This design comes from an exercise in tuning for small area on the open sky130 flow, not from production work. The RTL was checked by simulation tests, not by an equivalence proof against the original design. Power and IR drop assume default switching activity.

job 101:
==> flow/design.v <==
module weave_check (
    input  wire         clk,
    input  wire         rst,
    input  wire         start,
    input  wire [511:0] prog,
    output wire         busy,
    output reg          done,
    output reg  [3:0]   result,
    output reg  [12:0]  unit,
    output reg          half_rate
);
    wire [7:0]  fmt       = prog[7:0];
    wire [3:0]  mode      = prog[11:8];
    wire        msb_first = prog[12];
    wire [2:0]  rsv_b1    = prog[15:13];
    wire [7:0]  esize     = prog[23:16];
    wire [7:0]  streams   = prog[31:24];
    wire [7:0]  nloops    = prog[39:32];
    wire [23:0] rsv_b5    = prog[63:40];
    wire [191:0] rsv_tail = prog[511:320];
    wire [31:0] count [0:3];
    wire [31:0] stride[0:3];
    genvar g;
    generate
        for (g = 0; g < 4; g = g + 1) begin : g_fields
            assign count[g]  = prog[64  + 64*g +: 32];
            assign stride[g] = prog[96  + 64*g +: 32];
        end
    endgenerate
    wire ok1 = (fmt == 8'h01) && (rsv_b1 == 3'd0) && (rsv_b5 == 24'd0) &&
               (rsv_tail == 192'd0);
    wire is_plane = (mode == 4'h2) || (mode == 4'h3);
    wire is_bswap = (mode == 4'h4);
    wire ok2 = (mode <= 4'h4) && (!msb_first || is_plane);
    wire esize_bytes = (esize >= 8'h01) && (esize <= 8'h40);
    wire esize_bits  = (esize == 8'h81) || (esize == 8'h82) || (esize == 8'h84);
    wire streams_ok  = (streams >= 8'd1) && (streams <= 8'd64);
    wire plane_ok = !is_plane || ((esize == 8'h81) && (streams >= 8'd2));
    wire bswap_ok = !is_bswap || ((esize >= 8'h02) && (esize <= 8'h40) &&
                                  (streams == 8'd1) && (nloops == 8'd1));
    wire ok3 = (esize_bytes || esize_bits) && streams_ok && plane_ok && bswap_ok;
    wire       nloops_ok = (nloops >= 8'd1) && (nloops <= 8'd4);
    wire [1:0] ll        = nloops[1:0] - 2'd1;      
    reg [3:0] cnt_ok;
    reg [3:0] hi_ok;
    integer l;
    always @(*) begin
        for (l = 0; l < 4; l = l + 1) begin
            if (l < ll)
                cnt_ok[l] = (count[l][31:13] == 19'd0) && (count[l][12:1] != 12'd0) &&
                            (!count[l][12] || (count[l][11:0] == 12'd0));
            else
                cnt_ok[l] = (count[l] == 32'd0);
            hi_ok[l] = (l == ll) || (stride[l][31:25] == 7'd0);
        end
    end
    wire ok4 = nloops_ok && (&cnt_ok) && (&hi_ok);
    wire [3:0] code0 = !ok1 ? 4'h1 : !ok2 ? 4'h2 : !ok3 ? 4'h3 : !ok4 ? 4'h4 : 4'h0;
    wire [31:0] s_last = stride[ll];
    wire [1:0]  tz     = s_last[0] ? 2'd0 : s_last[1] ? 2'd1 : s_last[2] ? 2'd2 : 2'd3;
    wire [1:0]  tlim   = !esize[7] ? 2'd0 : esize[2] ? 2'd1 : esize[1] ? 2'd2 : 2'd3;
    wire [1:0]  t0     = (tz < tlim) ? tz : tlim;
    reg  [4:0]  cyc;           
    reg  [24:0] sr [0:3];      
    reg  [6:0]  hi;            
    reg  [12:0] c  [0:2];      
    reg  [11:0] acc[0:2];      
    reg  [8:0]  e;             
    reg  [3:0]  z;             
    reg  [3:0]  o;             
    reg  [1:0]  lr;            
    reg         bsw;           
    reg  [6:0]  ep;            
    reg  [6:0]  sm;            
    reg  [1:0]  t;
    reg  [5:0]  acc_e, acc_s;  
    reg         ovf;
    assign busy = (cyc != 5'd0);
    wire accept = start && !busy && !rst;
    wire fin    = (cyc == 5'd31);
    function automatic [1:0] tgt(input integer a, input integer j);
        tgt = (j < a) ? j : j + 1;
    endfunction
    wire [3:0] last = 4'b0001 << lr;
    wire [3:0] act  = {lr == 2'd3, lr >= 2'd2, lr >= 2'd1, 1'b1};
    wire [3:0] ctd  = act & ~last;
    reg [12:0] sum [0:2];
    reg [3:0]  b0, b1;         
    integer a, j;
    always @(*) begin
        for (a = 0; a < 4; a = a + 1) begin
            b0[a] = sr[a][0];
            b1[a] = sr[a][1];
        end
        for (a = 0; a < 3; a = a + 1)
            sum[a] = {1'b0, acc[a]} + (b0[a] ? c[a] : 13'd0);
    end
    reg [8:0] e_n;
    reg [3:0] z_n, o_n;
    always @(*) begin
        for (a = 0; a < 3; a = a + 1)
            for (j = 0; j < 3; j = j + 1)
                e_n[3*a+j] = e[3*a+j] && (sum[a][0] == b0[tgt(a, j)]) &&
                             (!fin || ((sum[a][1] == b1[tgt(a, j)]) && (sum[a][12:2] == 11'd0)));
        for (a = 0; a < 4; a = a + 1) begin
            z_n[a] = z[a] && !b0[a] && !(fin && b1[a]);
            o_n[a] = o[a] && (b0[a] == (cyc == 5'd1)) && !(fin && b1[a]);
        end
    end
    wire       pin   = b0[lr];
    wire [6:0] sum_e = {1'b0, acc_e} + (pin ? ep : 7'd0);
    wire       we    = sum_e[0];
    wire [6:0] sum_s = {1'b0, acc_s} + (we ? sm : 7'd0);
    wire       w     = sum_s[0];
    wire       in_win = (cyc <= {3'd0, t} + 5'd13);
    wire       ovf_n = ovf || (w && !in_win) || (pin && cyc >= 5'd17) || (fin && (|b1));
    reg pred_ok, succ_ok, one_ok, zero_ok;
    reg [3:0] pr;
    always @(*) begin
        succ_ok = 1'b1;
        for (a = 0; a < 3; a = a + 1)
            if (ctd[a] && ((e_n[3*a] + e_n[3*a+1] + e_n[3*a+2]) != 2'd1))
                succ_ok = 1'b0;
        pr = 4'd0;
        for (a = 0; a < 4; a = a + 1)
            for (j = 0; j < 3; j = j + 1)
                if (j != a && ctd[j] && e_n[3*j + ((a < j) ? a : a - 1)])
                    pr[a] = 1'b1;
        pred_ok = ((act & ~o_n & ~pr) == 4'd0);
        one_ok  = (o_n[0] + o_n[1] + o_n[2] + o_n[3]) <= 3'd1;
        zero_ok = ((z_n & ctd) == 4'd0) && ((~z_n & ~act) == 4'd0);
    end
    wire loops_ok = succ_ok && pred_ok && one_ok && zero_ok;
    wire big      = ovf_n || (unit[12] && (unit[11:0] != 12'd0));
    wire [3:0] code_f = (result != 4'h0 && result != 4'h4) ? result :
                        (bsw && !o_n[0]) ? 4'h3 :
                        (result == 4'h4 || !loops_ok) ? 4'h4 :
                        big ? 4'h5 : 4'h0;
    wire ok_f = (code_f == 4'h0);
    always @(posedge clk) begin
        if (rst) begin
            cyc       <= 5'd0;
            done      <= 1'b0;
            result    <= 4'h0;
            unit      <= 13'd0;
            half_rate <= 1'b0;
        end else begin
            done <= fin;
            if (accept) begin
                cyc       <= 5'd1;
                result    <= code0;
                half_rate <= esize[7];
            end else if (busy) begin
                cyc <= fin ? 5'd0 : cyc + 5'd1;
                if (in_win)
                    unit <= {w, unit[12:1]};
                if (fin) begin
                    result    <= code_f;
                    half_rate <= half_rate && ok_f;
                    if (!ok_f)
                        unit <= 13'd0;
                end
            end
        end
    end
    integer q;
    always @(posedge clk) begin
        if (!busy) begin
            for (q = 0; q < 4; q = q + 1)
                sr[q] <= stride[q][24:0];
            hi  <= s_last[31:25];
            for (q = 0; q < 3; q = q + 1) begin
                c[q]   <= count[q][12:0];
                acc[q] <= 12'd0;
            end
            e     <= 9'h1ff;
            z     <= 4'hf;
            o     <= 4'hf;
            lr    <= ll;
            bsw   <= is_bswap;
            ep    <= esize[7] ? 7'd1 : esize[6:0];
            sm    <= streams[6:0];
            t     <= t0;
            acc_e <= 6'd0;
            acc_s <= 6'd0;
            ovf   <= 1'b0;
        end else begin
            for (q = 0; q < 4; q = q + 1)
                sr[q] <= {last[q] ? hi[0] : 1'b0, sr[q][24:1]};
            hi  <= {1'b0, hi[6:1]};
            for (q = 0; q < 3; q = q + 1)
                acc[q] <= sum[q][12:1];
            e     <= e_n;
            z     <= z_n;
            o     <= o_n;
            acc_e <= sum_e[6:1];
            acc_s <= sum_s[6:1];
            ovf   <= ovf_n;
        end
    end
endmodule
clock: 40.0 ns
lec_check: 0
cap_margin: 20
core_margin: 2
core_utilization: 40
slew_margin: 20
standard.sh (not shown) runs the stock make flow with config.mk's settings and CLKGATE_MAP_FILE= SYNTH_SCRIPT=/design/flow/synth_recipe.tcl, a recipe that flattens the netlist after the stock synthesis.
==> flow/flow/run.sh <==
#!/bin/bash
# Standard ORFS layout (the standard.sh, standard synthesis) with two
# changes: the port buffers are the smallest buffer, and the clock tree
# uses small clock buffers and no dummy loads.
set -euo pipefail
bash standard.sh \
  "BUFFER_PORTS_ARGS=-buffer_cell sky130_fd_sc_hd__buf_1" \
  "CTS_ARGS=-sink_clustering_enable -repair_clock_nets -buf_list sky130_fd_sc_hd__clkbuf_4 -dont_use_dummy_load" \
  finish > standard.log 2>&1
Job 101: no failed stages, no open violations at the end
> inputs changed (job 101 -> job 102)
==> flow/run.sh (new file) <==
#!/bin/bash
# synth_recipe.tcl (not shown) runs the flow's synth.tcl, then flattens the netlist and writes it again
# the make line also repeats each setting of config.mk as NAME=value (left out here)
make -C /OpenROAD-flow-scripts/flow DESIGN_CONFIG=/design/flow/config.mk WORK_HOME=/design/flow/orfs CLKGATE_MAP_FILE= SYNTH_SCRIPT=/design/flow/synth_recipe.tcl finish
removed: flow/flow/run.sh
removed: flow/standard.sh
Findings:
Job 102: flow completed, timing, DRC and antenna clean. Taking job 101 as the reference, in job 102 sequential cell power grew by about 1%; number of clock buffers in the layout fell about 40%. Looking at most common library cell in the layout ignoring fill and taps, the sky130_fd_sc_hd__buf_1 result is from job 101; the sky130_fd_sc_hd__clkdlybuf4s50_1 one comes from job 102. Power, job 102 vs job 101: up by more than 10%.

[port drivers added, routing unchanged]
The flow's constraints put no driver on any port. The routed layouts listed below were extracted and timed again, unchanged, in two steps. Step 1, drivers: a clkbuf_16 drives clk and a buf_2 each remaining input, both assumed. Step 2, shift: input delay + t, output delay - t, t = (earliest + latest rising clock arrival at the registers) / 2. This alone moves slack from input paths to output paths. a / b / c = ideal / step 1 / step 2; a / b = the first two.
run	shift t [ns]	slack for setup (ns)	worst setup path at the end	worst register clock-pin slew, ns	worst data-port slew with drivers (ns)
job 101	0.710	29.717 / 29.744 / 29.035	input to register	0.07 / 0.07	0.18
job 102	0.597	29.390 / 29.336 / 28.854	input to register	0.06 / 0.06	0.20
After both steps every run listed still meets setup and hold. The setup slack of job 101, which loses most, moves by +0.027 ns with the drivers and by -0.682 ns with both steps.
